From an optimization exercise on the open Yosys and OpenROAD flow, aimed at small area and a short achievable clock period; shortcuts taken in it are not production practice. In this exercise RTL edits were held to simulation tests only and were not proved equivalent to the original. No activity file was given, so power comes from the tool's default toggle rates.

==> flow/design.v (outline; a module is shown in full before it is edited, if it fits) <==
// module frame_phase: 2348 lines
module frame_phase (
    input  wire        clk,
    input  wire        rst_n,         
    input  wire        cmd_valid,
    input  wire [2:0]  cmd_op,
    input  wire [2:0]  cmd_frame,
    input  wire [63:0] cmd_tick,      
    input  wire [63:0] cmd_data,
    output reg         r_valid,
    output reg  [47:0] r_acc,
    output wire [47:0] r_phase
);
  // ...
==> flow/flow/run.sh <==
#!/bin/bash
set -euo pipefail
bash standard.sh SETUP_SLACK_MARGIN=13.1 "BUFFER_PORTS_ARGS=-buffer_cell sky130_fd_sc_hd__buf_2" finish > flow_make.log 2>&1
==> flow/standard.sh <==
#!/bin/bash
# synth_recipe.tcl (not shown) runs the flow's synth.tcl, then flattens the netlist and writes it again
# the make line also repeats each setting of config.mk as NAME=value (left out here)
make -C /OpenROAD-flow-scripts/flow DESIGN_CONFIG=/design/flow/config.mk WORK_HOME=/design/flow/orfs CLKGATE_MAP_FILE= SYNTH_SCRIPT=/design/flow/synth_recipe.tcl "${@:-finish}"
==> flow/config.mk <==
export PLATFORM = sky130hd
export DESIGN_NAME = frame_phase
export DESIGN_NICKNAME = frame_phase
export VERILOG_FILES = /design/flow/design.v
export SDC_FILE = /design/flow/constraint.sdc
export NUM_CORES = 4
export LEC_CHECK = 0
export ABC_AREA = 1
export CAP_MARGIN = 20
export CORE_MARGIN = 2
export CORE_UTILIZATION = 60
export CTS_BUF_LIST = sky130_fd_sc_hd__clkbuf_16
export CTS_CLUSTER_DIAMETER = 80
export CTS_CLUSTER_SIZE = 25
export SLEW_MARGIN = 20
==> flow/constraint.sdc <==
create_clock -name core_clock -period 18.0 [get_ports {clk}]
set_input_delay 3.6000 -clock core_clock [delete_from_list [all_inputs] [get_ports {clk}]]
set_output_delay 3.6000 -clock core_clock [all_outputs]
set_load 0.01 [all_outputs]
==> flow_metrics.env, run 1 <==
export IMPL_outcome="finished clean"
export IMPL_min_path_cells=0
export IMPL_path_clk_slew_ns=0.09
export IMPL_fin_worst_skew_ns=0.0302
export IMPL_postPlaceCellArea_um2=82000
export IMPL_reg2regPathDepth=12
export IMPL_wl_per_cell_um=29.8
export IMPL_initial_core_util_pct=60.3
export IMPL_fin_nets=7611
export IMPL_dp_hpwl_um=162000
export IMPL_yosys_top_cells_area="edfxtp_1 (39%), fa_1 (16%), dfxtp_1 (12%), xor2_1 (7.4%), o22ai_1 (4.4%)"
export IMPL_synth_edf_count=1024
export IMPL_rr_endpoint="s2_C[40]"
export IMPL_end_kind="register"
export IMPL_clockBufferDepth=3
export IMPL_critPathMaxFanout=27
export IMPL_synth_flop_cell="edfxtp_1"
export IMPL_hold_end="r_acc[13]"
export IMPL_final_antenna_net_count=0
export IMPL_drc=0
export IMPL_setup_tns_ns=0
export IMPL_nFillCells=9738
export IMPL_gp_congestion=0.987
export IMPL_cts_sinks=1518
export IMPL_nClkBuffers=79
export IMPL_place_ws_ns=11.65
==> inputs of run 2 (changes only) <==
--- a/flow/design.v
+++ b/flow/design.v
@@ -58,28 +58,28 @@
         if (we_anch[1]) anch1 <= anch_new;
         if (we_anch[2]) anch2 <= anch_new;
         if (we_anch[3]) anch3 <= anch_new;
         if (we_anch[4]) anch4 <= anch_new;
         if (we_anch[5]) anch5 <= anch_new;
         if (we_anch[6]) anch6 <= anch_new;
         if (we_anch[7]) anch7 <= anch_new;
     end
+    wire [7:0] freq_ok_nx = {8{rst_n}} & (freq_ok | we_freq);
+    wire [7:0] anch_ok_nx = {8{rst_n}} & (anch_ok | we_anch);
     always @(posedge clk) begin
-        if (!rst_n) begin
-            freq_ok <= 8'd0;
-            anch_ok <= 8'd0;
-        end else begin
-            freq_ok <= freq_ok | we_freq;
-            anch_ok <= anch_ok | we_anch;
-        end
+        freq_ok <= freq_ok_nx;
+        anch_ok <= anch_ok_nx;
+    end
+    reg [7:0] s0_fsel, s0_asel;
+    always @(posedge clk) begin
+        s0_fsel <= in_sel & {8{acc_cmd & (cmd_op == OP_QUERY || cmd_op == OP_SET_PHASE)}} & freq_ok_nx;
+        s0_asel <= in_sel & anch_ok_nx;
     end
     reg [7:0]  p_apply, p_x, p_z;
-    wire [7:0] s0_fsel = s0_sel & freq_ok & {8{s0_q | s0_sp}};
-    wire [7:0] s0_asel = s0_sel & anch_ok;
     wire [47:0] f_freq =
         ({48{s0_fsel[0]}} & freq0) | ({48{s0_fsel[1]}} & freq1) |
         ({48{s0_fsel[2]}} & freq2) | ({48{s0_fsel[3]}} & freq3) |
         ({48{s0_fsel[4]}} & freq4) | ({48{s0_fsel[5]}} & freq5) |
         ({48{s0_fsel[6]}} & freq6) | ({48{s0_fsel[7]}} & freq7);
     wire [47:0] f_anch =
         ({48{s0_asel[0]}} & anch0) | ({48{s0_asel[1]}} & anch1) |
         ({48{s0_asel[2]}} & anch2) | ({48{s0_asel[3]}} & anch3) |
@@ -228,193 +228,273 @@
     wire dt_G20 = dt_g[41] | (dt_p[41] & dt_g[40]);
     wire dt_P20 = dt_p[41] & dt_p[40];
     wire dt_G21 = dt_g[43] | (dt_p[43] & dt_g[42]);
     wire dt_P21 = dt_p[43] & dt_p[42];
     wire dt_G22 = dt_g[45] | (dt_p[45] & dt_g[44]);
     wire dt_P22 = dt_p[45] & dt_p[44];
     wire dt_G23 = dt_g[47] | (dt_p[47] & dt_g[46]);
     wire dt_P23 = dt_p[47] & dt_p[46];
-    wire dt_G24 = dt_G1 | (dt_P1 & dt_G0);
-    wire dt_P24 = dt_P1 & dt_p[1];
-    wire dt_G25 = dt_G3 | (dt_P3 & dt_G2);
-    wire dt_P25 = dt_P3 & dt_P2;
-    wire dt_G26 = dt_G5 | (dt_P5 & dt_G4);
-    wire dt_P26 = dt_P5 & dt_P4;
-    wire dt_G27 = dt_G7 | (dt_P7 & dt_G6);
-    wire dt_P27 = dt_P7 & dt_P6;
-    wire dt_G28 = dt_G9 | (dt_P9 & dt_G8);
-    wire dt_P28 = dt_P9 & dt_P8;
-    wire dt_G29 = dt_G11 | (dt_P11 & dt_G10);
-    wire dt_P29 = dt_P11 & dt_P10;
-    wire dt_G30 = dt_G13 | (dt_P13 & dt_G12);
-    wire dt_P30 = dt_P13 & dt_P12;
-    wire dt_G31 = dt_G15 | (dt_P15 & dt_G14);
-    wire dt_P31 = dt_P15 & dt_P14;
-    wire dt_G32 = dt_G17 | (dt_P17 & dt_G16);
-    wire dt_P32 = dt_P17 & dt_P16;
-    wire dt_G33 = dt_G19 | (dt_P19 & dt_G18);
-    wire dt_P33 = dt_P19 & dt_P18;
-    wire dt_G34 = dt_G21 | (dt_P21 & dt_G20);
-    wire dt_P34 = dt_P21 & dt_P20;
-    wire dt_G35 = dt_G23 | (dt_P23 & dt_G22);
-    wire dt_P35 = dt_P23 & dt_P22;
-    wire dt_G36 = dt_G25 | (dt_P25 & dt_G24);
-    wire dt_P36 = dt_P25 & dt_P24;
-    wire dt_G37 = dt_G27 | (dt_P27 & dt_G26);
-    wire dt_P37 = dt_P27 & dt_P26;
-    wire dt_G38 = dt_G29 | (dt_P29 & dt_G28);
-    wire dt_P38 = dt_P29 & dt_P28;
-    wire dt_G39 = dt_G31 | (dt_P31 & dt_G30);
-    wire dt_P39 = dt_P31 & dt_P30;
-    wire dt_G40 = dt_G33 | (dt_P33 & dt_G32);
-    wire dt_P40 = dt_P33 & dt_P32;
-    wire dt_G41 = dt_G35 | (dt_P35 & dt_G34);
-    wire dt_P41 = dt_P35 & dt_P34;
-    wire dt_G42 = dt_G37 | (dt_P37 & dt_G36);
-    wire dt_P42 = dt_P37 & dt_P36;
-    wire dt_G43 = dt_G39 | (dt_P39 & dt_G38);
-    wire dt_P43 = dt_P39 & dt_P38;
-    wire dt_G44 = dt_G41 | (dt_P41 & dt_G40);
-    wire dt_P44 = dt_P41 & dt_P40;
-    wire dt_G45 = dt_G43 | (dt_P43 & dt_G42);
-    wire dt_P45 = dt_P43 & dt_P42;
-    wire dt_G46 = dt_G44 | (dt_P44 & dt_G45);
-    wire dt_P46 = dt_P44 & dt_P45;
-    wire dt_G47 = dt_G38 | (dt_P38 & dt_G42);
-    wire dt_P47 = dt_P38 & dt_P42;
-    wire dt_G48 = dt_G40 | (dt_P40 & dt_G45);
-    wire dt_P48 = dt_P40 & dt_P45;
-    wire dt_G49 = dt_G26 | (dt_P26 & dt_G36);
-    wire dt_P49 = dt_P26 & dt_P36;
-    wire dt_G50 = dt_G28 | (dt_P28 & dt_G42);
-    wire dt_P50 = dt_P28 & dt_P42;
-    wire dt_G51 = dt_G30 | (dt_P30 & dt_G47);
-    wire dt_P51 = dt_P30 & dt_P47;
-    wire dt_G52 = dt_G32 | (dt_P32 & dt_G45);
-    wire dt_P52 = dt_P32 & dt_P45;
-    wire dt_G53 = dt_G34 | (dt_P34 & dt_G48);
-    wire dt_P53 = dt_P34 & dt_P48;
-    wire dt_G54 = dt_G2 | (dt_P2 & dt_G24);
-    wire dt_P54 = dt_P2 & dt_P24;
-    wire dt_G55 = dt_G4 | (dt_P4 & dt_G36);
-    wire dt_P55 = dt_P4 & dt_P36;
-    wire dt_G56 = dt_G6 | (dt_P6 & dt_G49);
-    wire dt_P56 = dt_P6 & dt_P49;
-    wire dt_G57 = dt_G8 | (dt_P8 & dt_G42);
-    wire dt_P57 = dt_P8 & dt_P42;
-    wire dt_G58 = dt_G10 | (dt_P10 & dt_G50);
-    wire dt_P58 = dt_P10 & dt_P50;
-    wire dt_G59 = dt_G12 | (dt_P12 & dt_G47);
-    wire dt_P59 = dt_P12 & dt_P47;
-    wire dt_G60 = dt_G14 | (dt_P14 & dt_G51);
-    wire dt_P60 = dt_P14 & dt_P51;
-    wire dt_G61 = dt_G16 | (dt_P16 & dt_G45);
-    wire dt_P61 = dt_P16 & dt_P45;
-    wire dt_G62 = dt_G18 | (dt_P18 & dt_G52);
-    wire dt_P62 = dt_P18 & dt_P52;
-    wire dt_G63 = dt_G20 | (dt_P20 & dt_G48);
-    wire dt_P63 = dt_P20 & dt_P48;
-    wire dt_G64 = dt_G22 | (dt_P22 & dt_G53);
-    wire dt_P64 = dt_P22 & dt_P53;
-    wire dt_G65 = dt_g[2] | (dt_p[2] & dt_G0);
-    wire dt_P65 = dt_p[2] & dt_p[1];
-    wire dt_G66 = dt_g[4] | (dt_p[4] & dt_G24);
-    wire dt_P66 = dt_p[4] & dt_P24;
-    wire dt_G67 = dt_g[6] | (dt_p[6] & dt_G54);
-    wire dt_P67 = dt_p[6] & dt_P54;
-    wire dt_G68 = dt_g[8] | (dt_p[8] & dt_G36);
-    wire dt_P68 = dt_p[8] & dt_P36;
-    wire dt_G69 = dt_g[10] | (dt_p[10] & dt_G55);
-    wire dt_P69 = dt_p[10] & dt_P55;
-    wire dt_G70 = dt_g[12] | (dt_p[12] & dt_G49);
-    wire dt_P70 = dt_p[12] & dt_P49;
-    wire dt_G71 = dt_g[14] | (dt_p[14] & dt_G56);
-    wire dt_P71 = dt_p[14] & dt_P56;
-    wire dt_G72 = dt_g[16] | (dt_p[16] & dt_G42);
-    wire dt_P72 = dt_p[16] & dt_P42;
-    wire dt_G73 = dt_g[18] | (dt_p[18] & dt_G57);
-    wire dt_P73 = dt_p[18] & dt_P57;
-    wire dt_G74 = dt_g[20] | (dt_p[20] & dt_G50);
-    wire dt_P74 = dt_p[20] & dt_P50;
-    wire dt_G75 = dt_g[22] | (dt_p[22] & dt_G58);
-    wire dt_P75 = dt_p[22] & dt_P58;
-    wire dt_G76 = dt_g[24] | (dt_p[24] & dt_G47);
-    wire dt_P76 = dt_p[24] & dt_P47;
-    wire dt_G77 = dt_g[26] | (dt_p[26] & dt_G59);
-    wire dt_P77 = dt_p[26] & dt_P59;
-    wire dt_G78 = dt_g[28] | (dt_p[28] & dt_G51);
-    wire dt_P78 = dt_p[28] & dt_P51;
-    wire dt_G79 = dt_g[30] | (dt_p[30] & dt_G60);
-    wire dt_P79 = dt_p[30] & dt_P60;
-    wire dt_G80 = dt_g[32] | (dt_p[32] & dt_G45);
-    wire dt_P80 = dt_p[32] & dt_P45;
-    wire dt_G81 = dt_g[34] | (dt_p[34] & dt_G61);
-    wire dt_P81 = dt_p[34] & dt_P61;
-    wire dt_G82 = dt_g[36] | (dt_p[36] & dt_G52);
-    wire dt_P82 = dt_p[36] & dt_P52;
-    wire dt_G83 = dt_g[38] | (dt_p[38] & dt_G62);
-    wire dt_P83 = dt_p[38] & dt_P62;
-    wire dt_G84 = dt_g[40] | (dt_p[40] & dt_G48);
-    wire dt_P84 = dt_p[40] & dt_P48;
-    wire dt_G85 = dt_g[42] | (dt_p[42] & dt_G63);
-    wire dt_P85 = dt_p[42] & dt_P63;
-    wire dt_G86 = dt_g[44] | (dt_p[44] & dt_G53);
-    wire dt_P86 = dt_p[44] & dt_P53;
-    wire dt_G87 = dt_g[46] | (dt_p[46] & dt_G64);
-    wire dt_P87 = dt_p[46] & dt_P64;
+    wire dt_G24 = dt_g[2] | (dt_p[2] & dt_G0);
+    wire dt_P24 = dt_p[2] & dt_p[1];
+    wire dt_G25 = dt_G1 | (dt_P1 & dt_G0);
+    wire dt_P25 = dt_P1 & dt_p[1];
+    wire dt_G26 = dt_g[6] | (dt_p[6] & dt_G2);
+    wire dt_P26 = dt_p[6] & dt_P2;
+    wire dt_G27 = dt_G3 | (dt_P3 & dt_G2);
+    wire dt_P27 = dt_P3 & dt_P2;
+    wire dt_G28 = dt_g[10] | (dt_p[10] & dt_G4);
+    wire dt_P28 = dt_p[10] & dt_P4;
+    wire dt_G29 = dt_G5 | (dt_P5 & dt_G4);
+    wire dt_P29 = dt_P5 & dt_P4;
+    wire dt_G30 = dt_g[14] | (dt_p[14] & dt_G6);
+    wire dt_P30 = dt_p[14] & dt_P6;
+    wire dt_G31 = dt_G7 | (dt_P7 & dt_G6);
+    wire dt_P31 = dt_P7 & dt_P6;
+    wire dt_G32 = dt_g[18] | (dt_p[18] & dt_G8);
+    wire dt_P32 = dt_p[18] & dt_P8;
+    wire dt_G33 = dt_G9 | (dt_P9 & dt_G8);
+    wire dt_P33 = dt_P9 & dt_P8;
+    wire dt_G34 = dt_g[22] | (dt_p[22] & dt_G10);
+    wire dt_P34 = dt_p[22] & dt_P10;
+    wire dt_G35 = dt_G11 | (dt_P11 & dt_G10);
+    wire dt_P35 = dt_P11 & dt_P10;
+    wire dt_G36 = dt_g[26] | (dt_p[26] & dt_G12);
+    wire dt_P36 = dt_p[26] & dt_P12;
+    wire dt_G37 = dt_G13 | (dt_P13 & dt_G12);
+    wire dt_P37 = dt_P13 & dt_P12;
+    wire dt_G38 = dt_g[30] | (dt_p[30] & dt_G14);
+    wire dt_P38 = dt_p[30] & dt_P14;
+    wire dt_G39 = dt_G15 | (dt_P15 & dt_G14);
+    wire dt_P39 = dt_P15 & dt_P14;
+    wire dt_G40 = dt_g[34] | (dt_p[34] & dt_G16);
+    wire dt_P40 = dt_p[34] & dt_P16;
+    wire dt_G41 = dt_G17 | (dt_P17 & dt_G16);
+    wire dt_P41 = dt_P17 & dt_P16;
+    wire dt_G42 = dt_g[38] | (dt_p[38] & dt_G18);
+    wire dt_P42 = dt_p[38] & dt_P18;
+    wire dt_G43 = dt_G19 | (dt_P19 & dt_G18);
+    wire dt_P43 = dt_P19 & dt_P18;
+    wire dt_G44 = dt_g[42] | (dt_p[42] & dt_G20);
+    wire dt_P44 = dt_p[42] & dt_P20;
+    wire dt_G45 = dt_G21 | (dt_P21 & dt_G20);
+    wire dt_P45 = dt_P21 & dt_P20;
+    wire dt_G46 = dt_g[46] | (dt_p[46] & dt_G22);
+    wire dt_P46 = dt_p[46] & dt_P22;
+    wire dt_G47 = dt_G23 | (dt_P23 & dt_G22);
+    wire dt_P47 = dt_P23 & dt_P22;
+    wire dt_G48 = dt_g[4] | (dt_p[4] & dt_G25);
+    wire dt_P48 = dt_p[4] & dt_P25;
+    wire dt_G49 = dt_G2 | (dt_P2 & dt_G25);
+    wire dt_P49 = dt_P2 & dt_P25;
+    wire dt_G50 = dt_G26 | (dt_P26 & dt_G25);
+    wire dt_P50 = dt_P26 & dt_P25;
+    wire dt_G51 = dt_G27 | (dt_P27 & dt_G25);
+    wire dt_P51 = dt_P27 & dt_P25;
+    wire dt_G52 = dt_g[12] | (dt_p[12] & dt_G29);
+    wire dt_P52 = dt_p[12] & dt_P29;
+    wire dt_G53 = dt_G6 | (dt_P6 & dt_G29);
+    wire dt_P53 = dt_P6 & dt_P29;
+    wire dt_G54 = dt_G30 | (dt_P30 & dt_G29);
+    wire dt_P54 = dt_P30 & dt_P29;
+    wire dt_G55 = dt_G31 | (dt_P31 & dt_G29);
+    wire dt_P55 = dt_P31 & dt_P29;
+    wire dt_G56 = dt_g[20] | (dt_p[20] & dt_G33);
+    wire dt_P56 = dt_p[20] & dt_P33;
+    wire dt_G57 = dt_G10 | (dt_P10 & dt_G33);
+    wire dt_P57 = dt_P10 & dt_P33;
+    wire dt_G58 = dt_G34 | (dt_P34 & dt_G33);
+    wire dt_P58 = dt_P34 & dt_P33;
+    wire dt_G59 = dt_G35 | (dt_P35 & dt_G33);
+    wire dt_P59 = dt_P35 & dt_P33;
+    wire dt_G60 = dt_g[28] | (dt_p[28] & dt_G37);
+    wire dt_P60 = dt_p[28] & dt_P37;
+    wire dt_G61 = dt_G14 | (dt_P14 & dt_G37);
+    wire dt_P61 = dt_P14 & dt_P37;
+    wire dt_G62 = dt_G38 | (dt_P38 & dt_G37);
+    wire dt_P62 = dt_P38 & dt_P37;
+    wire dt_G63 = dt_G39 | (dt_P39 & dt_G37);
+    wire dt_P63 = dt_P39 & dt_P37;
+    wire dt_G64 = dt_g[36] | (dt_p[36] & dt_G41);
+    wire dt_P64 = dt_p[36] & dt_P41;
+    wire dt_G65 = dt_G18 | (dt_P18 & dt_G41);
+    wire dt_P65 = dt_P18 & dt_P41;
+    wire dt_G66 = dt_G42 | (dt_P42 & dt_G41);
+    wire dt_P66 = dt_P42 & dt_P41;
+    wire dt_G67 = dt_G43 | (dt_P43 & dt_G41);
+    wire dt_P67 = dt_P43 & dt_P41;
+    wire dt_G68 = dt_g[44] | (dt_p[44] & dt_G45);
+    wire dt_P68 = dt_p[44] & dt_P45;
+    wire dt_G69 = dt_G22 | (dt_P22 & dt_G45);
+    wire dt_P69 = dt_P22 & dt_P45;
+    wire dt_G70 = dt_G46 | (dt_P46 & dt_G45);
+    wire dt_P70 = dt_P46 & dt_P45;
+    wire dt_G71 = dt_G47 | (dt_P47 & dt_G45);
+    wire dt_P71 = dt_P47 & dt_P45;
+    wire dt_G72 = dt_g[8] | (dt_p[8] & dt_G51);
+    wire dt_P72 = dt_p[8] & dt_P51;
+    wire dt_G73 = dt_G4 | (dt_P4 & dt_G51);
+    wire dt_P73 = dt_P4 & dt_P51;
+    wire dt_G74 = dt_G28 | (dt_P28 & dt_G51);
+    wire dt_P74 = dt_P28 & dt_P51;
+    wire dt_G75 = dt_G29 | (dt_P29 & dt_G51);
+    wire dt_P75 = dt_P29 & dt_P51;
+    wire dt_G76 = dt_G52 | (dt_P52 & dt_G51);
+    wire dt_P76 = dt_P52 & dt_P51;
+    wire dt_G77 = dt_G53 | (dt_P53 & dt_G51);
+    wire dt_P77 = dt_P53 & dt_P51;
+    wire dt_G78 = dt_G54 | (dt_P54 & dt_G51);
+    wire dt_P78 = dt_P54 & dt_P51;
+    wire dt_G79 = dt_G55 | (dt_P55 & dt_G51);
+    wire dt_P79 = dt_P55 & dt_P51;
+    wire dt_G80 = dt_g[24] | (dt_p[24] & dt_G59);
+    wire dt_P80 = dt_p[24] & dt_P59;
+    wire dt_G81 = dt_G12 | (dt_P12 & dt_G59);
+    wire dt_P81 = dt_P12 & dt_P59;
+    wire dt_G82 = dt_G36 | (dt_P36 & dt_G59);
+    wire dt_P82 = dt_P36 & dt_P59;
+    wire dt_G83 = dt_G37 | (dt_P37 & dt_G59);
+    wire dt_P83 = dt_P37 & dt_P59;
+    wire dt_G84 = dt_G60 | (dt_P60 & dt_G59);
+    wire dt_P84 = dt_P60 & dt_P59;
+    wire dt_G85 = dt_G61 | (dt_P61 & dt_G59);
+    wire dt_P85 = dt_P61 & dt_P59;
+    wire dt_G86 = dt_G62 | (dt_P62 & dt_G59);
+    wire dt_P86 = dt_P62 & dt_P59;
+    wire dt_G87 = dt_G63 | (dt_P63 & dt_G59);
+    wire dt_P87 = dt_P63 & dt_P59;
+    wire dt_G88 = dt_g[40] | (dt_p[40] & dt_G67);
+    wire dt_P88 = dt_p[40] & dt_P67;
+    wire dt_G89 = dt_G20 | (dt_P20 & dt_G67);
+    wire dt_P89 = dt_P20 & dt_P67;
+    wire dt_G90 = dt_G44 | (dt_P44 & dt_G67);
+    wire dt_P90 = dt_P44 & dt_P67;
+    wire dt_G91 = dt_G45 | (dt_P45 & dt_G67);
+    wire dt_P91 = dt_P45 & dt_P67;
+    wire dt_G92 = dt_G68 | (dt_P68 & dt_G67);
+    wire dt_P92 = dt_P68 & dt_P67;
+    wire dt_G93 = dt_G69 | (dt_P69 & dt_G67);
+    wire dt_P93 = dt_P69 & dt_P67;
+    wire dt_G94 = dt_G70 | (dt_P70 & dt_G67);
+    wire dt_P94 = dt_P70 & dt_P67;
+    wire dt_G95 = dt_G71 | (dt_P71 & dt_G67);
+    wire dt_P95 = dt_P71 & dt_P67;
+    wire dt_G96 = dt_g[16] | (dt_p[16] & dt_G79);
+    wire dt_P96 = dt_p[16] & dt_P79;
+    wire dt_G97 = dt_G8 | (dt_P8 & dt_G79);
+    wire dt_P97 = dt_P8 & dt_P79;
+    wire dt_G98 = dt_G32 | (dt_P32 & dt_G79);
+    wire dt_P98 = dt_P32 & dt_P79;
+    wire dt_G99 = dt_G33 | (dt_P33 & dt_G79);
+    wire dt_P99 = dt_P33 & dt_P79;
+    wire dt_G100 = dt_G56 | (dt_P56 & dt_G79);
+    wire dt_P100 = dt_P56 & dt_P79;
+    wire dt_G101 = dt_G57 | (dt_P57 & dt_G79);
+    wire dt_P101 = dt_P57 & dt_P79;
+    wire dt_G102 = dt_G58 | (dt_P58 & dt_G79);
+    wire dt_P102 = dt_P58 & dt_P79;
+    wire dt_G103 = dt_G59 | (dt_P59 & dt_G79);
+    wire dt_P103 = dt_P59 & dt_P79;
+    wire dt_G104 = dt_G80 | (dt_P80 & dt_G79);
+    wire dt_P104 = dt_P80 & dt_P79;
+    wire dt_G105 = dt_G81 | (dt_P81 & dt_G79);
+    wire dt_P105 = dt_P81 & dt_P79;
+    wire dt_G106 = dt_G82 | (dt_P82 & dt_G79);
+    wire dt_P106 = dt_P82 & dt_P79;
+    wire dt_G107 = dt_G83 | (dt_P83 & dt_G79);
+    wire dt_P107 = dt_P83 & dt_P79;
+    wire dt_G108 = dt_G84 | (dt_P84 & dt_G79);
+    wire dt_P108 = dt_P84 & dt_P79;
+    wire dt_G109 = dt_G85 | (dt_P85 & dt_G79);
+    wire dt_P109 = dt_P85 & dt_P79;
+    wire dt_G110 = dt_G86 | (dt_P86 & dt_G79);
+    wire dt_P110 = dt_P86 & dt_P79;
+    wire dt_G111 = dt_G87 | (dt_P87 & dt_G79);
+    wire dt_P111 = dt_P87 & dt_P79;
+    wire dt_G112 = dt_g[32] | (dt_p[32] & dt_G111);
+    wire dt_P112 = dt_p[32] & dt_P111;
+    wire dt_G113 = dt_G16 | (dt_P16 & dt_G111);
+    wire dt_P113 = dt_P16 & dt_P111;
+    wire dt_G114 = dt_G40 | (dt_P40 & dt_G111);
+    wire dt_P114 = dt_P40 & dt_P111;
+    wire dt_G115 = dt_G41 | (dt_P41 & dt_G111);
+    wire dt_P115 = dt_P41 & dt_P111;
+    wire dt_G116 = dt_G64 | (dt_P64 & dt_G111);
+    wire dt_P116 = dt_P64 & dt_P111;
+    wire dt_G117 = dt_G65 | (dt_P65 & dt_G111);
+    wire dt_P117 = dt_P65 & dt_P111;
+    wire dt_G118 = dt_G66 | (dt_P66 & dt_G111);
+    wire dt_P118 = dt_P66 & dt_P111;
+    wire dt_G119 = dt_G67 | (dt_P67 & dt_G111);
+    wire dt_P119 = dt_P67 & dt_P111;
+    wire dt_G120 = dt_G88 | (dt_P88 & dt_G111);
+    wire dt_P120 = dt_P88 & dt_P111;
+    wire dt_G121 = dt_G89 | (dt_P89 & dt_G111);
+    wire dt_P121 = dt_P89 & dt_P111;
+    wire dt_G122 = dt_G90 | (dt_P90 & dt_G111);
+    wire dt_P122 = dt_P90 & dt_P111;
+    wire dt_G123 = dt_G91 | (dt_P91 & dt_G111);
+    wire dt_P123 = dt_P91 & dt_P111;
+    wire dt_G124 = dt_G92 | (dt_P92 & dt_G111);
+    wire dt_P124 = dt_P92 & dt_P111;
+    wire dt_G125 = dt_G93 | (dt_P93 & dt_G111);
+    wire dt_P125 = dt_P93 & dt_P111;
+    wire dt_G126 = dt_G94 | (dt_P94 & dt_G111);
+    wire dt_P126 = dt_P94 & dt_P111;
+    wire dt_G127 = dt_G95 | (dt_P95 & dt_G111);
+    wire dt_P127 = dt_P95 & dt_P111;
     assign dt_s[0] = dt_p[0] ^ 1'b1;
     assign dt_s[1] = dt_p[1] ^ dt_g[0];
     assign dt_s[2] = dt_p[2] ^ dt_G0;
-    assign dt_s[3] = dt_p[3] ^ dt_G65;
-    assign dt_s[4] = dt_p[4] ^ dt_G24;
-    assign dt_s[5] = dt_p[5] ^ dt_G66;
-    assign dt_s[6] = dt_p[6] ^ dt_G54;
-    assign dt_s[7] = dt_p[7] ^ dt_G67;
-    assign dt_s[8] = dt_p[8] ^ dt_G36;
-    assign dt_s[9] = dt_p[9] ^ dt_G68;
-    assign dt_s[10] = dt_p[10] ^ dt_G55;
-    assign dt_s[11] = dt_p[11] ^ dt_G69;
-    assign dt_s[12] = dt_p[12] ^ dt_G49;
-    assign dt_s[13] = dt_p[13] ^ dt_G70;
-    assign dt_s[14] = dt_p[14] ^ dt_G56;
-    assign dt_s[15] = dt_p[15] ^ dt_G71;
-    assign dt_s[16] = dt_p[16] ^ dt_G42;
-    assign dt_s[17] = dt_p[17] ^ dt_G72;
-    assign dt_s[18] = dt_p[18] ^ dt_G57;
-    assign dt_s[19] = dt_p[19] ^ dt_G73;
-    assign dt_s[20] = dt_p[20] ^ dt_G50;
-    assign dt_s[21] = dt_p[21] ^ dt_G74;
-    assign dt_s[22] = dt_p[22] ^ dt_G58;
-    assign dt_s[23] = dt_p[23] ^ dt_G75;
-    assign dt_s[24] = dt_p[24] ^ dt_G47;
-    assign dt_s[25] = dt_p[25] ^ dt_G76;
-    assign dt_s[26] = dt_p[26] ^ dt_G59;
-    assign dt_s[27] = dt_p[27] ^ dt_G77;
-    assign dt_s[28] = dt_p[28] ^ dt_G51;
-    assign dt_s[29] = dt_p[29] ^ dt_G78;
-    assign dt_s[30] = dt_p[30] ^ dt_G60;
-    assign dt_s[31] = dt_p[31] ^ dt_G79;
-    assign dt_s[32] = dt_p[32] ^ dt_G45;
-    assign dt_s[33] = dt_p[33] ^ dt_G80;
-    assign dt_s[34] = dt_p[34] ^ dt_G61;
-    assign dt_s[35] = dt_p[35] ^ dt_G81;
-    assign dt_s[36] = dt_p[36] ^ dt_G52;
-    assign dt_s[37] = dt_p[37] ^ dt_G82;
-    assign dt_s[38] = dt_p[38] ^ dt_G62;
-    assign dt_s[39] = dt_p[39] ^ dt_G83;
-    assign dt_s[40] = dt_p[40] ^ dt_G48;
-    assign dt_s[41] = dt_p[41] ^ dt_G84;
-    assign dt_s[42] = dt_p[42] ^ dt_G63;
-    assign dt_s[43] = dt_p[43] ^ dt_G85;
-    assign dt_s[44] = dt_p[44] ^ dt_G53;
-    assign dt_s[45] = dt_p[45] ^ dt_G86;
-    assign dt_s[46] = dt_p[46] ^ dt_G64;
-    assign dt_s[47] = dt_p[47] ^ dt_G87;
-    assign dt_co = dt_G46;
+    assign dt_s[3] = dt_p[3] ^ dt_G24;
+    assign dt_s[4] = dt_p[4] ^ dt_G25;
+    assign dt_s[5] = dt_p[5] ^ dt_G48;
+    assign dt_s[6] = dt_p[6] ^ dt_G49;
+    assign dt_s[7] = dt_p[7] ^ dt_G50;
+    assign dt_s[8] = dt_p[8] ^ dt_G51;
+    assign dt_s[9] = dt_p[9] ^ dt_G72;
+    assign dt_s[10] = dt_p[10] ^ dt_G73;
+    assign dt_s[11] = dt_p[11] ^ dt_G74;
+    assign dt_s[12] = dt_p[12] ^ dt_G75;
+    assign dt_s[13] = dt_p[13] ^ dt_G76;
+    assign dt_s[14] = dt_p[14] ^ dt_G77;
+    assign dt_s[15] = dt_p[15] ^ dt_G78;
+    assign dt_s[16] = dt_p[16] ^ dt_G79;
+    assign dt_s[17] = dt_p[17] ^ dt_G96;
+    assign dt_s[18] = dt_p[18] ^ dt_G97;
+    assign dt_s[19] = dt_p[19] ^ dt_G98;
+    assign dt_s[20] = dt_p[20] ^ dt_G99;
+    assign dt_s[21] = dt_p[21] ^ dt_G100;
+    assign dt_s[22] = dt_p[22] ^ dt_G101;
+    assign dt_s[23] = dt_p[23] ^ dt_G102;
+    assign dt_s[24] = dt_p[24] ^ dt_G103;
+    assign dt_s[25] = dt_p[25] ^ dt_G104;
+    assign dt_s[26] = dt_p[26] ^ dt_G105;
+    assign dt_s[27] = dt_p[27] ^ dt_G106;
+    assign dt_s[28] = dt_p[28] ^ dt_G107;
+    assign dt_s[29] = dt_p[29] ^ dt_G108;
+    assign dt_s[30] = dt_p[30] ^ dt_G109;
+    assign dt_s[31] = dt_p[31] ^ dt_G110;
+    assign dt_s[32] = dt_p[32] ^ dt_G111;
+    assign dt_s[33] = dt_p[33] ^ dt_G112;
+    assign dt_s[34] = dt_p[34] ^ dt_G113;
+    assign dt_s[35] = dt_p[35] ^ dt_G114;
+    assign dt_s[36] = dt_p[36] ^ dt_G115;
+    assign dt_s[37] = dt_p[37] ^ dt_G116;
+    assign dt_s[38] = dt_p[38] ^ dt_G117;
+    assign dt_s[39] = dt_p[39] ^ dt_G118;
+    assign dt_s[40] = dt_p[40] ^ dt_G119;
+    assign dt_s[41] = dt_p[41] ^ dt_G120;
+    assign dt_s[42] = dt_p[42] ^ dt_G121;
+    assign dt_s[43] = dt_p[43] ^ dt_G122;
+    assign dt_s[44] = dt_p[44] ^ dt_G123;
+    assign dt_s[45] = dt_p[45] ^ dt_G124;
+    assign dt_s[46] = dt_p[46] ^ dt_G125;
+    assign dt_s[47] = dt_p[47] ^ dt_G126;
+    assign dt_co = dt_G127;
     wire [1:0] x_op = s0_data[1:0];
     wire [1:0] z_op = s0_data[3:2];
     wire new_x = (x_op == 2'd0) ? f_x : (x_op == 2'd1) ? 1'b0 : (x_op == 2'd2) ? 1'b1 : ~f_x;
     wire new_z = (z_op == 2'd0) ? f_z : (z_op == 2'd1) ? 1'b0 : (z_op == 2'd2) ? 1'b1 : ~f_z;
     integer i;
     always @(posedge clk) begin
         if (!rst_n) begin
             p_apply <= 8'd0;
==> flow_metrics.env, run 2 <==
export IMPL_nFillCells=9910
export IMPL_dieWidth_um=369
export IMPL_dieArea_um2=136000
export IMPL_wl_met3_um=28400
export IMPL_end_kind="register"
export IMPL_ios=234
export IMPL_drt_iter0_drc=6964
export IMPL_dr_pass1_iters=7
export IMPL_tightest_slew_ns=1.16
export IMPL_path_clk_slew_ns=0.10
export IMPL_fin_worst_skew_ns=0.0481
export IMPL_antenna_found_initial=15
export IMPL_final_antenna_net_count=0
export IMPL_critPathMaxFanout=11
export IMPL_maxSlewHeadroom_pct=21.9
export IMPL_synth_async_reset_ratio_pct=0
export IMPL_gp_congestion=0.939
export IMPL_wirelength_um=255000
export IMPL_clockBufferDepth=3
export IMPL_crit_required_ns=18.54
export IMPL_synth_seq_area_share_pct=51.3
export IMPL_fin_crit_ns=4.92
export IMPL_worst_path_buf_inv=4
export IMPL_cts_root_buf="clkbuf_16"
export IMPL_rsz0062_at_grt="yes"
export IMPL_grt_max_degree=60
export IMPL_cp_slowest_cell="o211ai_1"
export IMPL_cts_sinks=1534
export IMPL_met2WireLength_um=115000
export IMPL_cap_violations=0
export IMPL_port_buffers=202
export IMPL_htree_levels=3
export IMPL_timing_critical_path_slowest_cell_delay_ns=0.76
export IMPL_fp_dieH_um=369
export IMPL_synthesis_instances=6622
export IMPL_ir_drop_mv=0.104
export IMPL_max_freq_mhz=203
export IMPL_drive_above_1_share_pct=13.5
export IMPL_syn_num_nets=7515
export IMPL_drc=0
export IMPL_min_path_type="register to register"
export IMPL_totalPowerFinal_uw=6560
export IMPL_critPathMostFrequentCell="fa_1"
export IMPL_outcome="finished clean"
export IMPL_grt_pass1_wl_um=364000
export IMPL_utilization_pct=66.8
export IMPL_ys_warn_count=1
export IMPL_drv_slew=0
export IMPL_wl_per_cell_um=29.8
export IMPL_critPathKind="register to register"
export IMPL_fin_nets=7620
export IMPL_hold_viol=0
export IMPL_ctsHoldBuffers=0
export IMPL_area_delta_synth_final_pct=10.3
export IMPL_critPathTopFamily="adder cells"
export IMPL_arrival_ns=5.47
export IMPL_powerDensity_nw_per_um2=74.6
export IMPL_regArea_um2=41100
export IMPL_initial_core_util_pct=60.5
export IMPL_row_count=133
export IMPL_syn_avg_cell_area_um2=12.1
export IMPL_grt_total_usage_pct=37.2
export IMPL_multi_input_area_um2=36000
export IMPL_wl_met1_um=96300
export IMPL_synth_flop_cell="edfxtp_1"
export IMPL_synth_top_area_share_pct=38.5
export IMPL_startpoint_type="register"
export IMPL_setup_viol=0
export IMPL_vias=54351
export IMPL_synth_top_cell_by_area="edfxtp_1"
export IMPL_synth_most_common_cell="edfxtp_1"
export IMPL_clk_latency_ns=0.75
export IMPL_fin_crit_sh_pct=27.3
export IMPL_setup_tns_ns=0
export IMPL_ys_types=61
export IMPL_core_area_um2=132000
export IMPL_cts_tree="done"
export IMPL_synth_edf_count=1024
export IMPL_first_global_vias=53217
export IMPL_most_common_layout_cells="edfxtp_1 (1024), nand2_1 (966), xor2_1 (661)"
export IMPL_yosys_top_cells_area="edfxtp_1 (39%), fa_1 (16%), dfxtp_1 (13%), xor2_1 (7.3%), nand2_1 (4.6%)"
export IMPL_crit_chain="inv_4 > buf_12 > o22ai_1 > xor2_1 > fa_1 > inv_2 > fa_2 > fa_1 > fa_1 > inv_1 > ha_2 > ha_4 > nand2_1 > o211ai_1"
export IMPL_rrSetupSlack_ns=13.08
export IMPL_overflow=0
export IMPL_synth_area_um2=79800
export IMPL_cts_buffers=83
export IMPL_p_leak_uw=0.0309
export IMPL_viasPerCell=6.35
export IMPL_ys_ff_latch=1534
export IMPL_synthTopCellsByCount="edfxtp_1 (1024), nand2_1 (972), xor2_1 (668), fa_1 (622), o22ai_1 (554)"
export IMPL_routed_top_layer="met5"
export IMPL_mostFrequentLayoutCell="edfxtp_1"
export IMPL_dp_hpwl_um=159000
==> run 2: cell types whose count changed in the layout (fill, tap and decap cells not counted), sizes merged, moves of 16 or more <==
cell,before,now
o21ai,155,110
nor4,34,79
nand3,152,135
a211oi,22,5
nand2,892,988
fa,640,622
buf,446,388
dfxtp,494,510
clkinvlp,42,25
inv,544,571
nor2,183,161
a22o,166,196
==> run 2: path summary, 6_finish.rpt <==
kind	startpoint	cells after the start	to
worst max-delay path	s1_one[1]	14	s2_c16
worst min-delay path	s2_lo[7]	0	r_acc[7]
worst max register to register	s1_one[1]	14	s2_c16
worst min register to register	s2_lo[7]	0	r_acc[7]
==> run 2: power breakdown <==
part	internal [uW]	switching [uW]
combinational	158	394
sequential	3810	43.9
clock	928	1230
==> run 2: repair_timing <==
item | 4_1_cts | 5_1_grt
pin swaps | 6 | 35
endpoints found under the setup margin | 658 | 451
resized for setup | 272 | 148
gates cloned | 13 | 6
hold endpoints to repair | 0 | 0
buffers inserted | 32 | 31
==> run 2: cells by family (layout without fill, tap and decap cells) <==
kind of cell / count (synthesis) / after routing / share of synthesized area, %
other: 0 / 6 / 0
buffers and inverters: 943 / 1119 / 4.62
DFF: 1534 / 1534 / 51.3
and+or+nand+nor: 1478 / 1478 / 8.06
adders and majority gates: 756 / 756 / 17.7
muxes: 50 / 50 / 0.702
xor gates and xnor gates: 743 / 743 / 8.16
AOI/OAI and AO/OA: 1118 / 1118 / 9.42
==> run 2: routing by layer <==
layer,up-vias,global-route usage [%]
met5,-,0
met4,8,18.3
met3,845,9.96
met2,3435,56.9
met1,26950,49.5
li1,23113,-
==> run 2: layout make-up <==
| class | instances | area share, % |
|---|---|---|
| Clock buffer | 86 | 2.45 |
| Timing Repair inverter | 5 | 0.0441 |
| Clock inverter | 70 | 0.695 |
| Multi-Input combinational cell | 4145 | 40.9 |
| Sequential cell | 1534 | 46.7 |
| Timing Repair Buffer | 407 | 4.10 |
| Inverter | 551 | 2.59 |
| Antenna cell | 6 | 0.0171 |
| Tap cell | 1755 | 2.49 |
==> run 2: through the flow <==
step	hold slack [ns]	setup WS (ns)	area (um2)	instances
6_report	0.329	13.08	88000	8559
5_1_grt	0.333	13.03	88000	8554
4_1_cts	0.330	13.08	87000	8515
3_5_place_dp	0.313	11.95	82600	8314
3_3_place_gp	0.311	11.94	82600	8313
2_1_floorplan	0.310	12.65	80000	6622
==> run 2: worst reg2reg max path, delay by kind of cell, from the launching register on <==
family,cells,cell delay [ns]
AOI/OAI and AO/OA,2,0.88
xor gates and xnor gates,1,0.18
adders and majority gates,6,2.67
buffers and inverters,4,0.58
DFF,1,0.38
and+or+nand+nor,1,0.05
==> inputs of run 3 (changes only) <==
==> flow/flow/run.sh (replaced) <==
#!/bin/bash
set -euo pipefail
bash standard.sh SETUP_SLACK_MARGIN=13.2 "BUFFER_PORTS_ARGS=-buffer_cell sky130_fd_sc_hd__buf_2" finish > flow_make.log 2>&1
==> flow_metrics.env, run 3 <==
export IMPL_reg2regPathDepth=14
export IMPL_grt_pass1_wl_um=369000
export IMPL_synth_flop_cell="edfxtp_1"
export IMPL_syn_avg_cell_area_um2=12.1
export IMPL_core_area_um2=132000
export IMPL_wl_met1_um=96500
export IMPL_routed_top_layer="met5"
export IMPL_end_kind="register"
export IMPL_fin_crit_sh_pct=26.9
export IMPL_dp_hpwl_um=159000
export IMPL_ios=234
export IMPL_antenna_found_initial=15
export IMPL_tightest_slew_ns=1.20
export IMPL_synthTopCellsByCount="edfxtp_1 (1024), nand2_1 (972), xor2_1 (668), fa_1 (622), o22ai_1 (554)"
export IMPL_first_global_vias=53562
export IMPL_critPathKind="register to register"
export IMPL_cts_tree="done"
export IMPL_viasPerCell=6.39
export IMPL_synth_seq_area_share_pct=51.3
export IMPL_setup_tns_ns=0
export IMPL_met2WireLength_um=116000
export IMPL_reg2reg_from="s1_dt[11]"
export IMPL_cts_buffers=83
export IMPL_fin_nets=7641
export IMPL_drive_above_1_share_pct=14.9
export IMPL_port_buffers=202
export IMPL_rr_endpoint="s2_c16"
export IMPL_cap_violations=0
export IMPL_syn_num_nets=7515
export IMPL_critPathMaxFanout=36
export IMPL_yosys_top_cells_area="edfxtp_1 (39%), fa_1 (16%), dfxtp_1 (13%), xor2_1 (7.3%), nand2_1 (4.6%)"
export IMPL_crit_required_ns=18.54
export IMPL_synth_top_area_share_pct=38.5
export IMPL_drc=0
export IMPL_max_freq_mhz=207
export IMPL_powerDensity_nw_per_um2=73.7
export IMPL_p_leak_uw=0.0312
export IMPL_min_path_cells=0
export IMPL_initial_core_util_pct=60.5
export IMPL_gp_congestion=0.957
export IMPL_outcome="finished clean"
export IMPL_ys_warn_count=1
export IMPL_hold_slack_ns=0.327
export IMPL_maxSlewHeadroom_pct=19.4
export IMPL_synth_async_reset_ratio_pct=0
export IMPL_wl_per_cell_um=30.3
export IMPL_clk_latency_ns=0.75
export IMPL_grt_max_degree=54
export IMPL_wl_met3_um=30100
export IMPL_dieArea_um2=136000
export IMPL_wirelength_um=260000
export IMPL_dieWidth_um=369
export IMPL_synthesis_instances=6622
export IMPL_fin_crit_ns=4.84
export IMPL_min_delay_start="s2_lo[2]"
export IMPL_rsz0062_at_grt="yes"
export IMPL_startpoint_type="register"
export IMPL_final_antenna_net_count=0
export IMPL_vias=54827
export IMPL_min_path_type="register to register"
export IMPL_fp_dieH_um=369
export IMPL_synth_top_cell_by_area="edfxtp_1"
export IMPL_overflow=0
export IMPL_synth_area_um2=79800
export IMPL_synth_edf_count=1024
export IMPL_row_count=133
export IMPL_rrSetupSlack_ns=13.16
export IMPL_ys_types=61
export IMPL_htree_levels=3
export IMPL_area_delta_synth_final_pct=11.6
export IMPL_drv_slew=0
export IMPL_ctsHoldBuffers=0
export IMPL_most_common_layout_cells="edfxtp_1 (1024), nand2_1 (964), xor2_1 (655)"
export IMPL_utilization_pct=67.6
export IMPL_cts_sinks=1534
export IMPL_synth_most_common_cell="edfxtp_1"
export IMPL_path_clk_slew_ns=0.09
export IMPL_drt_iter0_drc=6932
export IMPL_hold_viol=0
export IMPL_ys_ff_latch=1534
export IMPL_dr_pass1_iters=7
export IMPL_mostFrequentLayoutCell="edfxtp_1"
export IMPL_arrival_ns=5.38
export IMPL_setup_viol=0
export IMPL_hold_end="r_acc[2]"
export IMPL_ir_drop_mv=0.101
export IMPL_fin_worst_skew_ns=0.0736
export IMPL_cts_root_buf="clkbuf_16"
export IMPL_clockBufferDepth=3
export IMPL_grt_total_usage_pct=37.7
-- run 3: changes by cell type in the layout (fill, tap and decap cells not counted), moves of 5 or more --
cell and change:
buf_6 +49, buf_2 -45, dfxtp_1 -35, dfxtp_2 +21, fa_1 -17, fa_2 +17, dfxtp_4 +14, buf_12 +10
o22ai_2 +6, xor2_1 -6, clkinv_8 +5, ha_4 +5, o22ai_1 -5
-- run 3: worst max path at each step --
stage | from | endpoint | slack, ns | depth (start not counted)
2_1_floorplan | cmd_op[1] | anch0[0] | 12.65 | 5
3_3_place_gp | cmd_op[1] | anch4[10] | 12.05 | 8
3_5_place_dp | s2_psel[6] | po7[31] | 12.02 | 21
4_1_cts | r_acc[15] | r_phase[15] | 13.12 | 1
5_1_grt | s2_psel[1] | po2[31] | 13.11 | 22
6_report | s1_dt[11] | s2_c16 | 13.16 | 14
-- run 3: logic make-up (layout without fill, tap and decap cells) --
family | Yosys count | in the layout | share of synthesized area (%)
multiplexers | 50 | 50 | 0.702
other | 0 | 5 | 0
AO/OA/AOI/OAI | 1118 | 1118 | 9.42
buffers and inverters | 943 | 1139 | 4.62
AND/OR/NAND/NOR | 1478 | 1478 | 8.06
XOR/XNOR | 743 | 743 | 8.16
adder cells (fa/ha/maj) | 756 | 756 | 17.7
flip-flops | 1534 | 1534 | 51.3
-- run 3: timing repair --
action,in CTS,in global routing
gates resized for setup,383,221
hold endpoints to repair,0,0
pin swaps,11,58
gates cloned,11,10
setup endpoints to repair,1006,810
setup buffers,54,31
-- run 3: layer usage --
| metal | GRT usage, % | vias up |
|---|---|---|
| met5 | 0 | - |
| met3 | 10.4 | 932 |
| li1 | - | 23155 |
| met2 | 57.6 | 3645 |
| met4 | 19.5 | 12 |
| met1 | 49.7 | 27083 |
-- run 3: power breakdown --
part	internal, uW	switching, uW	total, uW
clock network	910	1220	2130
logic	173	398	571
registers	3810	45.5	3860
-- run 3: per-stage QoR --
stage | area [um2] | power (uW) | setup WS (ns) | instances
floorplan | 80000 | 4190 | 12.65 | 6622
global placement | 82600 | 4420 | 12.05 | 8311
detailed placement | 82600 | 4430 | 12.02 | 8311
CTS | 87700 | 6550 | 13.12 | 8531
global route | 89000 | 6720 | 13.11 | 8575
finish | 89000 | 6560 | 13.16 | 8578
-- run 3: cell type report --
class                           count  area (um2)
Fill cell                        9813       42700
Sequential cell                  1534       41200
Multi-Input combinational cell   4145       36200
Timing Repair Buffer              431        4330
Inverter                          551        2360
Tap cell                         1755        2200
Clock buffer                       85        2130
Clock inverter                     70         612
Timing Repair inverter              2        16.3
Antenna cell                        5        12.5
-- run 3: worst max-delay path, stage by stage (launching register included) --
cell and delay, ns:
dfxtp_1 0.33, inv_2 0.06, buf_8 0.33, o22ai_1 0.17, xor2_1 0.19, fa_1 0.53
inv_2 0.07, fa_2 0.44, fa_1 0.49, fa_1 0.51, inv_1 0.06, ha_4 0.26
ha_4 0.30, nand2_1 0.05, o211ai_1 0.79
==> inputs of run 4 (changes only) <==
==> flow/flow/run.sh (replaced) <==
#!/bin/bash
set -euo pipefail
bash standard.sh SETUP_SLACK_MARGIN=13.3 "BUFFER_PORTS_ARGS=-buffer_cell sky130_fd_sc_hd__buf_2" finish > flow_make.log 2>&1
==> flow_metrics.env, run 4 <==
export IMPL_drv_slew=0
export IMPL_syn_num_nets=7515
export IMPL_fin_crit_ns=4.84
export IMPL_final_antenna_net_count=0
export IMPL_hold_end="r_acc[2]"
export IMPL_ctsHoldBuffers=0
export IMPL_ys_ff_latch=1534
export IMPL_path_clk_slew_ns=0.09
export IMPL_min_path_cells=0
export IMPL_htree_levels=3
export IMPL_p_seq_share_pct=58.5
export IMPL_synth_seq_area_share_pct=51.3
export IMPL_synth_area_um2=79800
export IMPL_tightest_slew_ns=1.18
export IMPL_outcome="finished clean"
export IMPL_arrival_ns=1.24
export IMPL_reg2regPathDepth=12
export IMPL_fp_dieH_um=369
export IMPL_row_count=133
export IMPL_rr_endpoint="s2_C[46]"
export IMPL_synth_flop_cell="edfxtp_1"
export IMPL_reg2reg_from="s1_neg[6]"
export IMPL_clockBufferDepth=3
export IMPL_ys_warn_count=1
export IMPL_wl_per_cell_um=30.7
export IMPL_cts_buffers=83
export IMPL_clk_latency_ns=0.75
export IMPL_ys_types=61
export IMPL_critPathMaxFanout=1
export IMPL_timing_critical_path_slowest_cell_delay_ns=0.38
export IMPL_hold_slack_ns=0.327
export IMPL_synth_top_cell_by_area="edfxtp_1"
export IMPL_synth_edf_count=1024
export IMPL_drive_above_1_share_pct=16.7
export IMPL_drt_iter0_drc=7074
export IMPL_setup_tns_ns=0
export IMPL_first_global_vias=53953
export IMPL_viasPerCell=6.42
export IMPL_critPathKind="register to output port"
export IMPL_dieArea_um2=136000
export IMPL_port_buffers=202
export IMPL_p_leak_uw=0.0316
export IMPL_ir_drop_mv=0.101
export IMPL_pwr_share_clk_pct=32.4
export IMPL_p_sw_share_pct=25.5
export IMPL_p_comb_share_pct=9.1
export IMPL_overflow=0
export IMPL_core_area_um2=132000
export IMPL_mostFrequentLayoutCell="edfxtp_1"
export IMPL_drc=0
export IMPL_fin_crit_sh_pct=26.9
export IMPL_synth_most_common_cell="edfxtp_1"
export IMPL_dp_hpwl_um=159000
export IMPL_crit_chain="buf_6"
export IMPL_dieWidth_um=369
export IMPL_min_delay_start="s2_lo[2]"
export IMPL_cellInternalPower_uw=4910
export IMPL_power_switching_uw=1680
export IMPL_synthTopCellsByCount="edfxtp_1 (1024), nand2_1 (972), xor2_1 (668), fa_1 (622), o22ai_1 (554)"
export IMPL_initial_core_util_pct=60.5
export IMPL_syn_avg_cell_area_um2=12.1
export IMPL_rsz0062_at_grt="yes"
export IMPL_vias=55380
export IMPL_hold_viol=0
export IMPL_ios=234
export IMPL_yosys_top_cells_area="edfxtp_1 (39%), fa_1 (16%), dfxtp_1 (13%), xor2_1 (7.3%), nand2_1 (4.6%)"
export IMPL_cts_root_buf="clkbuf_16"
export IMPL_startpoint_type="register"
export IMPL_grt_total_usage_pct=38.2
export IMPL_gp_congestion=0.957
export IMPL_wirelength_um=265000
export IMPL_fin_nets=7696
export IMPL_rrSetupSlack_ns=13.18
export IMPL_cp_slowest_cell="dfxtp_4"
export IMPL_worstSetupStartpoint="r_ph_hi[0]"
export IMPL_grt_max_degree=54
export IMPL_maxSlewHeadroom_pct=21.2
export IMPL_synth_top_area_share_pct=38.5
export IMPL_dr_pass1_iters=9
export IMPL_critPathTopFamily="flip-flops"
export IMPL_area_delta_synth_final_pct=13.1
export IMPL_cap_violations=0
export IMPL_antenna_found_initial=15
export IMPL_worst_path_buf_inv=1
export IMPL_setup_viol=0
export IMPL_nFillCells=9663
export IMPL_max_freq_mhz=206
export IMPL_utilization_pct=68.5
export IMPL_cts_tree="done"
export IMPL_cts_sinks=1534
export IMPL_fin_worst_skew_ns=0.0686
export IMPL_crit_required_ns=14.40
export IMPL_synthesis_instances=6622
export IMPL_end_kind="output port"
export IMPL_synth_async_reset_ratio_pct=0
export IMPL_min_path_type="register to register"
export IMPL_most_common_layout_cells="edfxtp_1 (1024), nand2_1 (959), xor2_1 (651)"
export IMPL_grt_pass1_wl_um=372000
export IMPL_powerDensity_nw_per_um2=73.1
run 4: through the flow:
stage	total power, uW	setup slack (ns)	cells	area, um2
detailed placement	4430	12.02	8311	82600
CTS	6560	13.13	8557	88500
finish	6600	13.16	8631	90200
floorplan	4190	12.65	6622	80000
global placement	4420	12.05	8311	82600
global route	6750	13.10	8630	90200
run 4: per-layer routing:
layer / wire length, um / GRT usage [%] / vias up
li1: - / - / 23266
met1: 98000 / 50.2 / 27557
met2: 118000 / 58.5 / 3612
met3: 30100 / 10.5 / 935
met4: 18700 / 19.7 / 10
met5: 66 / 0 / -
run 4: timing repair:
action                                  4_1_cts  5_1_grt
setup buffers                                74       56
endpoints found under the setup margin     1390      870
pin swaps                                    44       98
cloned                                       17       14
gates resized for setup                     493      234
run 4: cells by family (layout without fill, tap and decap cells):
family,Yosys count,count (layout),synth area share (%)
DFF,1534,1534,51.3
and+or+nand+nor,1478,1478,8.06
AOI/OAI and AO/OA,1118,1118,9.42
buffers and inverters,943,1194,4.62
adders and majority gates,756,756,17.7
xor gates and xnor gates,743,743,8.16
muxes,50,50,0.702
other,0,3,0
run 4: final cells by class:
type	instances	area, um2	area share, %
Sequential cell	1534	41200	45.7
Timing Repair inverter	3	23.8	0.0263
Clock inverter	70	612	0.678
Multi-Input combinational cell	4145	36600	40.5
Tap cell	1755	2200	2.43
Clock buffer	85	2130	2.36
Timing Repair Buffer	485	5130	5.69
Antenna cell	3	7.51	0.00832
Inverter	551	2380	2.64
run 4: worst max path at each step:
stage | endpoint | slack [ns] | depth (start not counted)
finish | r_phase[16] | 13.16 | 1
global route | s2_C[46] | 13.10 | 12
CTS | r_phase[21] | 13.13 | 1
detailed placement | po7[31] | 12.02 | 21
global placement | anch4[10] | 12.05 | 8
floorplan | anch0[0] | 12.65 | 5
run 4: power by group through the flow:
stage / clock [uW] / sequential (uW) / combinational (uW)
floorplan: 0 / 3920 / 267
global placement: 0 / 3930 / 490
detailed placement: 0 / 3930 / 496
CTS: 2160 / 3860 / 544
global route: 2270 / 3860 / 618
finish: 2140 / 3860 / 599

separate check: timing with driven ports:
No port has a modelled driver above. Below, the same layouts with a new extraction and two added sets of constraints. Step 1 sets driving cells, clkbuf_16 on the clock port and buf_2 on the other inputs (assumed; they add their load-dependent delay and slew). Step 2 times the ports against the registers' clock, not the clock port: input delays grow and output delays shrink by t, the midpoint of the rising clock arrivals with the driver on. Three values: ideal, step 1, step 2; two values: the first two.
| run | shift t [ns] | setup slack, ns | hold WS [ns] | worst slew at a driven data input, ns |
|---|---|---|---|---|
| run 1 | 0.807 | 13.101 / 13.048 / 12.438 | 0.331 / 0.331 / 0.331 | 0.13 |
| run 2 | 0.813 | 13.077 / 13.054 / 12.444 | 0.329 / 0.329 / 0.329 | 0.09 |
| run 3 | 0.797 | 13.160 / 13.084 / 12.498 | 0.327 / 0.327 / 0.327 | 0.10 |
| run 4 | 0.801 | 13.155 / 13.074 / 12.514 | 0.327 / 0.327 / 0.327 | 0.10 |
After both steps every run listed still meets setup and hold. The setup slack of run 1, which loses most, moves by -0.053 ns with the drivers and by -0.663 ns with both steps.
